What follows belongs to an exercise in optimizing a design on an open flow for small area; a production flow would make more cautious choices. In this exercise RTL edits were held to simulation tests only and were not proved equivalent to the original.

==> 05-20 <==
## al864_ustep_engine
module al864_ustep_engine (
    input  wire        clk,
    input  wire        rst,                
    input  wire        in_valid,
    input  wire [35:0] in_pos,             
    input  wire [47:0] in_vel,             
    input  wire [12:0] in_per,             
    input  wire        in_lead,            
    input  wire [11:0] in_eofs,            
    input  wire [7:0]  in_scale_ax,        
    input  wire [7:0]  in_scale_glob,      
    input  wire [7:0]  in_scale_derate,    
    input  wire [5:0]  in_hyst,            
    output reg         out_valid,
    output wire [11:0] out_eidx,           
    output wire [9:0]  out_a_upper,
    output wire [9:0]  out_a_lower,
    output wire        out_a_neg,          
    output wire        out_a_zero,         
    output wire        out_a_clamp,        
    output wire [9:0]  out_b_upper,
    output wire [9:0]  out_b_lower,
    output wire        out_b_neg,
    output wire        out_b_zero,
    output wire        out_b_clamp
);
==> flow/config.mk <==
export PLATFORM = sky130hd
export DESIGN_NAME = al864_ustep_engine
export DESIGN_NICKNAME = al864_ustep_engine
export VERILOG_FILES = /design/flow/design.v
export SDC_FILE = /design/flow/constraint.sdc
export NUM_CORES = 4
export LEC_CHECK = 0
export ABC_AREA = 1
export CAP_MARGIN = 20
export CORE_MARGIN = 2
export CORE_UTILIZATION = 35
export SLEW_MARGIN = 20
export SYNTH_MEMORY_MAX_BITS = 32768
export BUFFER_PORTS_ARGS = -buffer_cell sky130_fd_sc_hd__buf_1
==> flow/constraint.sdc <==
create_clock -name core_clock -period 20.0 [get_ports {clk}]
set_input_delay 4.0000 -clock core_clock [delete_from_list [all_inputs] [get_ports {clk}]]
set_output_delay 4.0000 -clock core_clock [all_outputs]
set_load 0.01 [all_outputs]
standard.sh (not shown) runs the stock make flow with config.mk's settings and CLKGATE_MAP_FILE= SYNTH_SCRIPT=/design/flow/synth_recipe.tcl, a recipe that flattens the netlist after the stock synthesis.
==> flow/flow/run.sh <==
#!/bin/bash
# Standard layout, with the smallest buffer cell for the port buffers.
set -e

echo 'export BUFFER_PORTS_ARGS = -buffer_cell sky130_fd_sc_hd__buf_1' >> config.mk
bash standard.sh > standard.log 2>&1
==> 01-11: changes against 05-20 <==
==> flow/run.sh (new file) <==
#!/bin/bash
# synth_recipe.tcl (not shown) runs the flow's synth.tcl, then flattens the netlist and writes it again
# the make line also repeats each setting of config.mk as NAME=value (left out here)
make -C /OpenROAD-flow-scripts/flow DESIGN_CONFIG=/design/flow/config.mk WORK_HOME=/design/flow/orfs CLKGATE_MAP_FILE= SYNTH_SCRIPT=/design/flow/synth_recipe.tcl finish
Settings changed: BUFFER_PORTS_ARGS -buffer_cell sky130_fd_sc_hd__buf_1 to not set.
removed: flow/flow/run.sh
removed: flow/standard.sh
==> impl_results.md <==
* Status: finished clean
* Cell Area, Placed at 32100 µm²
* Multi-input gate share of total cell area at 78.0%
* Final non-filler cell total at 5139
* DR WL met3 at 11.6 mm
* Final Util at 38.7%
* Nonclk buf count at 252
* Max layer used: met4
* Wl on met1 at 47.7 mm
-- figures above: 01-11

==> impl_results.md <==
* Status: finished clean
* Wl on met1 at 46.8 mm
* Nonclk buf count at 250
* Final Util at 37.2%
-- figures above: 05-20



==> v10 <==
Another version of the RTL of al864_ustep_engine (not shown whole).
## al864_ustep_engine
module al864_ustep_engine (
    input  wire        clk,
    input  wire        rst,                
    input  wire        in_valid,
    input  wire [35:0] in_pos,             
    input  wire [47:0] in_vel,             
    input  wire [12:0] in_per,             
    input  wire        in_lead,            
    input  wire [11:0] in_eofs,            
    input  wire [7:0]  in_scale_ax,        
    input  wire [7:0]  in_scale_glob,      
    input  wire [7:0]  in_scale_derate,    
    input  wire [5:0]  in_hyst,            
    output reg         out_valid,
    output wire [11:0] out_eidx,           
    output wire [9:0]  out_a_upper,
    output wire [9:0]  out_a_lower,
    output wire        out_a_neg,          
    output wire        out_a_zero,         
    output wire        out_a_clamp,        
    output wire [9:0]  out_b_upper,
    output wire [9:0]  out_b_lower,
    output wire        out_b_neg,
    output wire        out_b_zero,
    output wire        out_b_clamp
);
Settings: LEC_CHECK=0, ABC_AREA=1, CAP_MARGIN=20, CORE_MARGIN=2, CORE_UTILIZATION=35, SLEW_MARGIN=20, SYNTH_MEMORY_MAX_BITS=32768, BUFFER_PORTS_ARGS=-buffer_cell sky130_fd_sc_hd__buf_1; clock period 20.0 ns.
==> flow/flow/run.sh <==
#!/bin/bash
# Layout flow: the standard flow, with two changes.
# 1. The combinational logic of the standard synthesis netlist is re-mapped by ABC
#    with an area-oriented script (flow/remap.sh); flip-flops (same names and cells),
#    full/half adders and tie cells are kept.
# 2. The port buffers use the smallest buffer cell (buf_1).
set -e
SIDES=1
echo 'export BUFFER_PORTS_ARGS = -buffer_cell sky130_fd_sc_hd__buf_1' >> config.mk
bash standard.sh synth > standard_synth.log 2>&1
R=orfs/results/sky130hd/al864_ustep_engine/base
cp $R/1_2_yosys.v $R/1_2_yosys_standard.v
bash flow/remap.sh $R/1_2_yosys_standard.v $R/1_2_yosys.v $SIDES > remap.log 2>&1
rm -f $R/1_synth.odb $R/1_synth.sdc
bash standard.sh > standard.log 2>&1
==> flow/flow/dontuse.txt <==
-dont_use sky130_fd_sc_hd__lpflow_bleeder_1 -dont_use sky130_fd_sc_hd__lpflow_clkbufkapwr_1 -dont_use sky130_fd_sc_hd__lpflow_clkbufkapwr_16 -dont_use sky130_fd_sc_hd__lpflow_clkbufkapwr_2 -dont_use sky130_fd_sc_hd__lpflow_clkbufkapwr_4 -dont_use sky130_fd_sc_hd__lpflow_clkbufkapwr_8 -dont_use sky130_fd_sc_hd__lpflow_clkinvkapwr_1 -dont_use sky130_fd_sc_hd__lpflow_clkinvkapwr_16 -dont_use sky130_fd_sc_hd__lpflow_clkinvkapwr_2 -dont_use sky130_fd_sc_hd__lpflow_clkinvkapwr_4 -dont_use sky130_fd_sc_hd__lpflow_clkinvkapwr_8 -dont_use sky130_fd_sc_hd__lpflow_decapkapwr_12 -dont_use sky130_fd_sc_hd__lpflow_decapkapwr_3 -dont_use sky130_fd_sc_hd__lpflow_decapkapwr_4 -dont_use sky130_fd_sc_hd__lpflow_decapkapwr_6 -dont_use sky130_fd_sc_hd__lpflow_decapkapwr_8 -dont_use sky130_fd_sc_hd__lpflow_inputiso0n_1 -dont_use sky130_fd_sc_hd__lpflow_inputiso0p_1 -dont_use sky130_fd_sc_hd__lpflow_inputiso1n_1 -dont_use sky130_fd_sc_hd__lpflow_inputiso1p_1 -dont_use sky130_fd_sc_hd__lpflow_inputisolatch_1 -dont_use sky130_fd_sc_hd__lpflow_isobufsrc_1 -dont_use sky130_fd_sc_hd__lpflow_isobufsrc_16 -dont_use sky130_fd_sc_hd__lpflow_isobufsrc_2 -dont_use sky130_fd_sc_hd__lpflow_isobufsrc_4 -dont_use sky130_fd_sc_hd__lpflow_isobufsrc_8 -dont_use sky130_fd_sc_hd__lpflow_isobufsrckapwr_16 -dont_use sky130_fd_sc_hd__lpflow_lsbuf_lh_hl_isowell_tap_1 -dont_use sky130_fd_sc_hd__lpflow_lsbuf_lh_hl_isowell_tap_2 -dont_use sky130_fd_sc_hd__lpflow_lsbuf_lh_hl_isowell_tap_4 -dont_use sky130_fd_sc_hd__lpflow_lsbuf_lh_isowell_4 -dont_use sky130_fd_sc_hd__lpflow_lsbuf_lh_isowell_tap_1 -dont_use sky130_fd_sc_hd__lpflow_lsbuf_lh_isowell_tap_2 -dont_use sky130_fd_sc_hd__lpflow_lsbuf_lh_isowell_tap_4 -dont_use sky130_fd_sc_hd__probe_p_8 -dont_use sky130_fd_sc_hd__probec_p_8 
==> flow/flow/partition.py <==
# Usage: partition.py netlist.v SIDE > cells.txt
# SIDE 1: lists the combinational cells that are NOT in the fan-in cone of the
# flip-flop D pins (to keep them when re-mapping side 1, the logic feeding the
# flip-flops). SIDE 2: lists the cells that ARE in that cone (to keep them when
# re-mapping side 2, the logic from the flip-flops to the outputs).
import re, sys, collections
txt = open(sys.argv[1]).read()
cells = re.findall(r'(sky130_fd_sc_hd__\w+)\s+(\\?\S+)\s*\((.*?)\);', txt, re.S)
outs = {'Y', 'X', 'SUM', 'COUT', 'Q', 'HI', 'LO', 'Q_N'}
drv = {}
ins = {}
for typ, name, body in cells:
    pins = re.findall(r'\.(\w+)\(([^()]*(?:\([^()]*\))?[^()]*)\)', body)
    ins[name] = []
    for pin, net in pins:
        net = net.strip()
        if pin in outs:
            drv[net] = name
        else:
            ins[name].append((pin, net))
typ_of = {name: typ for typ, name, body in cells}
ffs = [n for n in typ_of if 'dfxtp' in typ_of[n]]
seen = set()
stack = []
for f in ffs:
    for pin, net in ins[f]:
        if pin == 'D':
            stack.append(net)
while stack:
    net = stack.pop()
    c = drv.get(net)
    if c is None or c in seen or 'dfxtp' in typ_of[c]:
        continue
    seen.add(c)
    for pin, n in ins[c]:
        stack.append(n)
side2 = sys.argv[2] == "2"
for n in typ_of:
    if 'dfxtp' in typ_of[n]:
        continue
    if (n in seen) == side2:
        print(n)
sys.stderr.write("stage1 %d cells, stage2 %d cells\n" % (len(seen), len(typ_of) - len(seen) - len(ffs)))
==> flow/flow/remap.script <==
strash
&get -n
&dch -f
&nf -R 1000
&put
topo
==> flow/flow/remap.sh <==
#!/bin/bash
# remap.sh IN.v OUT.v SIDES: re-map the combinational logic of the standard synthesis
# netlist IN.v with ABC (script remap.script, area-oriented) and write OUT.v.
# SIDES: "1" re-maps the logic that feeds the flip-flops, "2" the logic they feed,
# "12" both. Flip-flops, full and half adders and tie cells are kept as they are
# (same instances and names); only the other gates are re-mapped.
set -e
IN=$1; OUT=$2; SIDES=$3
HERE=$(cd $(dirname $0) && pwd)
LIB=/OpenROAD-flow-scripts/flow/platforms/sky130hd/lib/sky130_fd_sc_hd__tt_025C_1v80.lib
YOSYS=/OpenROAD-flow-scripts/tools/install/yosys/bin/yosys
DU=$(cat $HERE/dontuse.txt)
W=$(dirname $OUT)
python3 $HERE/partition.py $IN 1 > $W/remap_side1_cells.txt
python3 $HERE/partition.py $IN 2 > $W/remap_side2_cells.txt
{
  echo "read_liberty -ignore_miss_func $LIB"
  echo "read_verilog $IN"
  echo "hierarchy -top al864_ustep_engine"
  echo "setattr -mod -set keep_hierarchy 1 sky130_fd_sc_hd__fa_1 sky130_fd_sc_hd__ha_1 sky130_fd_sc_hd__dfxtp_1 sky130_fd_sc_hd__conb_1"
  # cells of the side that is not re-mapped stay as they are
  case $SIDES in
    1) awk '{printf "setattr -set keep_hierarchy 1 al864_ustep_engine/%s\n", $1}' $W/remap_side1_cells.txt ;;
    2) awk '{printf "setattr -set keep_hierarchy 1 al864_ustep_engine/%s\n", $1}' $W/remap_side2_cells.txt ;;
  esac
  echo "flatten"
  echo "opt_clean -purge"
  echo "abc -script $HERE/remap.script -liberty $LIB $DU"
  echo "splitnets"
  echo "opt_clean -purge"
  echo "hilomap -singleton -hicell sky130_fd_sc_hd__conb_1 HI -locell sky130_fd_sc_hd__conb_1 LO"
  echo "insbuf -buf sky130_fd_sc_hd__buf_4 A X"
  echo "tee -o $W/remap_stat.txt stat -liberty $LIB"
  echo "select al864_ustep_engine"
  echo "write_verilog -noattr -nohex -nodec -selected $OUT"
} > $W/remap.ys
$YOSYS -s $W/remap.ys
==> v17: changes against v10 <==
--- a/flow/flow/run.sh
+++ b/flow/flow/run.sh
@@ -6,5 +6,5 @@
 # 2. The port buffers use the smallest buffer cell (buf_1).
 set -e
-SIDES=1
+SIDES=12
 echo 'export BUFFER_PORTS_ARGS = -buffer_cell sky130_fd_sc_hd__buf_1' >> config.mk
 bash standard.sh synth > standard_synth.log 2>&1
==> v18: changes against v10 <==
==> flow/flow/run.sh (replaced) <==
#!/bin/bash
# Standard layout, with the smallest buffer cell for the port buffers.
set -e

echo 'export BUFFER_PORTS_ARGS = -buffer_cell sky130_fd_sc_hd__buf_1' >> config.mk
bash standard.sh > standard.log 2>&1
removed: flow/flow/dontuse.txt
removed: flow/flow/partition.py
removed: flow/flow/remap.script
removed: flow/flow/remap.sh
==> results.yml <==
final_layout:
  seqAreaFraction_pct: 2.38
  final_cell_mix: "660 x nand2_1, 632 x inv_1, 443 x fa_1"
  area.growth.synth_to_final_pct: 5.59
floorplanning:
  floorplan.die_area_um2: 84200
critical_path:
  worst-path-stages: 60
  max_stage_delay_ns: 0.63
  cp-endpoint: "out_a_lower[8]"
outcome:
  result_of_the_run: "finished clean"
(the above is from v18)
==> results.yml <==
critical_path:
  worst-path-stages: 56
  cp-endpoint: "out_b_lower[8]"
  max_stage_delay_ns: 0.70
final_layout:
  final_cell_mix: "601 x nand2_1, 443 x fa_1, 318 x inv_1"
  area.growth.synth_to_final_pct: 7.58
  seqAreaFraction_pct: 2.37
floorplanning:
  floorplan.die_area_um2: 83000
outcome:
  result_of_the_run: "finished clean"
(the above is from v10)
==> results.yml <==
critical_path:
  worst-path-stages: 50
floorplanning:
  floorplan.die_area_um2: 76600
final_layout:
  seqAreaFraction_pct: 2.45
  final_cell_mix: "443 x fa_1, 345 x clkinv_1, 249 x xnor2_1"
outcome:
  result_of_the_run: "finished clean"
(the above is from v17)


==> job 8430 <==
al864_ustep_engine again, from the RTL that the note above started with.
Settings: LEC_CHECK=0, ABC_AREA=1, CAP_MARGIN=20, CORE_MARGIN=2, CORE_UTILIZATION=35, SLEW_MARGIN=20, SYNTH_MEMORY_MAX_BITS=32768, BUFFER_PORTS_ARGS=-buffer_cell sky130_fd_sc_hd__buf_1; clock period 20.0 ns.
==> flow/flow/run.sh <==
#!/bin/bash
# Layout flow: the standard flow, with these changes.
# 1. After the standard synthesis, the netlist is rewritten:
#    - faflip.py runs some full adders on complemented signals (a full adder is
#      self-dual) to cancel inverters between full adders;
#    - remap.sh re-maps all combinational logic except full adders, flip-flops
#      and tie cells with an area-oriented ABC script; flip-flops keep their names
#      and cells;
#    - unbuf.py removes the buffers ABC leaves where logic reduced to a wire.
# 2. The port buffers use the smallest buffer cell (buf_1).
set -e
echo 'export BUFFER_PORTS_ARGS = -buffer_cell sky130_fd_sc_hd__buf_1' >> config.mk
bash standard.sh synth > standard_synth.log 2>&1
R=orfs/results/sky130hd/al864_ustep_engine/base
cp $R/1_2_yosys.v $R/1_2_yosys_standard.v
python3 flow/faflip.py $R/1_2_yosys_standard.v $R/1_2_yosys_faflip.v > faflip.log 2>&1
bash flow/remap.sh $R/1_2_yosys_faflip.v $R/1_2_yosys_remap.v 12 > remap.log 2>&1
python3 flow/unbuf.py $R/1_2_yosys_remap.v $R/1_2_yosys.v > unbuf.log 2>&1
rm -f $R/1_synth.odb $R/1_synth.sdc
bash standard.sh > standard.log 2>&1
Other scripts of this flow, unchanged in this note and not shown: flow/flow/dontuse.txt, flow/flow/faflip.py, flow/flow/partition.py, flow/flow/remap.script, flow/flow/remap.sh, flow/flow/unbuf.py
==> inputs of job 7968, as changes to job 8430 <==
--- a/flow/config.mk
+++ b/flow/config.mk
@@ -6,9 +6,9 @@
 export NUM_CORES = 4
 export LEC_CHECK = 0
 export ABC_AREA = 1
-export CAP_MARGIN = 20
+export CAP_MARGIN = 10
 export CORE_MARGIN = 2
-export CORE_UTILIZATION = 35
-export SLEW_MARGIN = 20
+export CORE_UTILIZATION = 55
+export SLEW_MARGIN = 10
 export SYNTH_MEMORY_MAX_BITS = 32768
 export BUFFER_PORTS_ARGS = -buffer_cell sky130_fd_sc_hd__buf_1
==> metrics.csv <==
metric,value,unit
metal3 WL,15300,um
final cycle utilization of the critical path,0.933,
CP Max Fanout,14,
worst rel slew slack,0.0846,
run status,timing/DRC/antenna clean,
via/cell ratio,7.42,
Worst path depth,51,
top sig layer,met5,
Final Non-Filler Cells,3810,
Final min period,18650,ps
met1 WL,37100,um
vias post-DR,28300,
met2 usage,0.680,
-- figures above: job 7968

==> metrics.csv <==
metric,value,unit
run status,timing/DRC/antenna clean,
via/cell ratio,6.40,
port buffer count,198,
met2 usage,0.419,
vias post-DR,26900,
metal3 WL,11300,um
Crit path buffers/inverters,7,
met1 WL,40500,um
Final Non-Filler Cells,4199,
CP Max Fanout,16,
top sig layer,met4,
Final min period,18020,ps
Worst path depth,50,
-- figures above: job 8430

-- afterwards: timing with drivers on the ports --
The flow's constraints put no driver on any port. The routed layouts listed below were extracted and timed again, unchanged, in two steps. Step 1 (the two cells are an assumption about what drives the block):
set clk [get_ports {clk}]
set_driving_cell -lib_cell sky130_fd_sc_hd__clkbuf_16 $clk
set_driving_cell -lib_cell sky130_fd_sc_hd__buf_2 [delete_from_list [all_inputs] $clk]
Step 2 moves the port delays by t, midway between the first and last clock arrival at a register: inputs arrive t later, outputs are due t later. That takes back most of the time a late clock gives input paths. Slacks: no drivers / after step 1 / after step 2; pairs: no drivers / after step 1.
run | t, ns | setup slack, ns | hold slack, ns | pins driven straight from the clock port
05-20 | 0.369 | 1.940 / 1.891 / 2.260 | 3.771 / 3.749 / 4.118 | 1
01-11 | 0.365 | 1.700 / 1.653 / 2.019 | 4.123 / 4.099 / 4.465 | 1
v10 | 0.374 | 1.978 / 1.930 / 2.305 | 3.756 / 3.733 / 4.107 | 1
v17 | 0.340 | 1.048 / 1.002 / 1.341 | 3.792 / 3.779 / 4.119 | 1
v18 | 0.364 | 1.512 / 1.468 / 1.833 | 3.772 / 3.754 / 4.119 | 1
job 8430 | 0.353 | 1.977 / 1.921 / 2.274 | 3.789 / 3.758 / 4.111 | 1
job 7968 | 0.325 | 1.348 / 1.305 / 1.630 | 3.804 / 3.787 / 4.111 | 1
After both steps setup and hold are still met in every run listed.
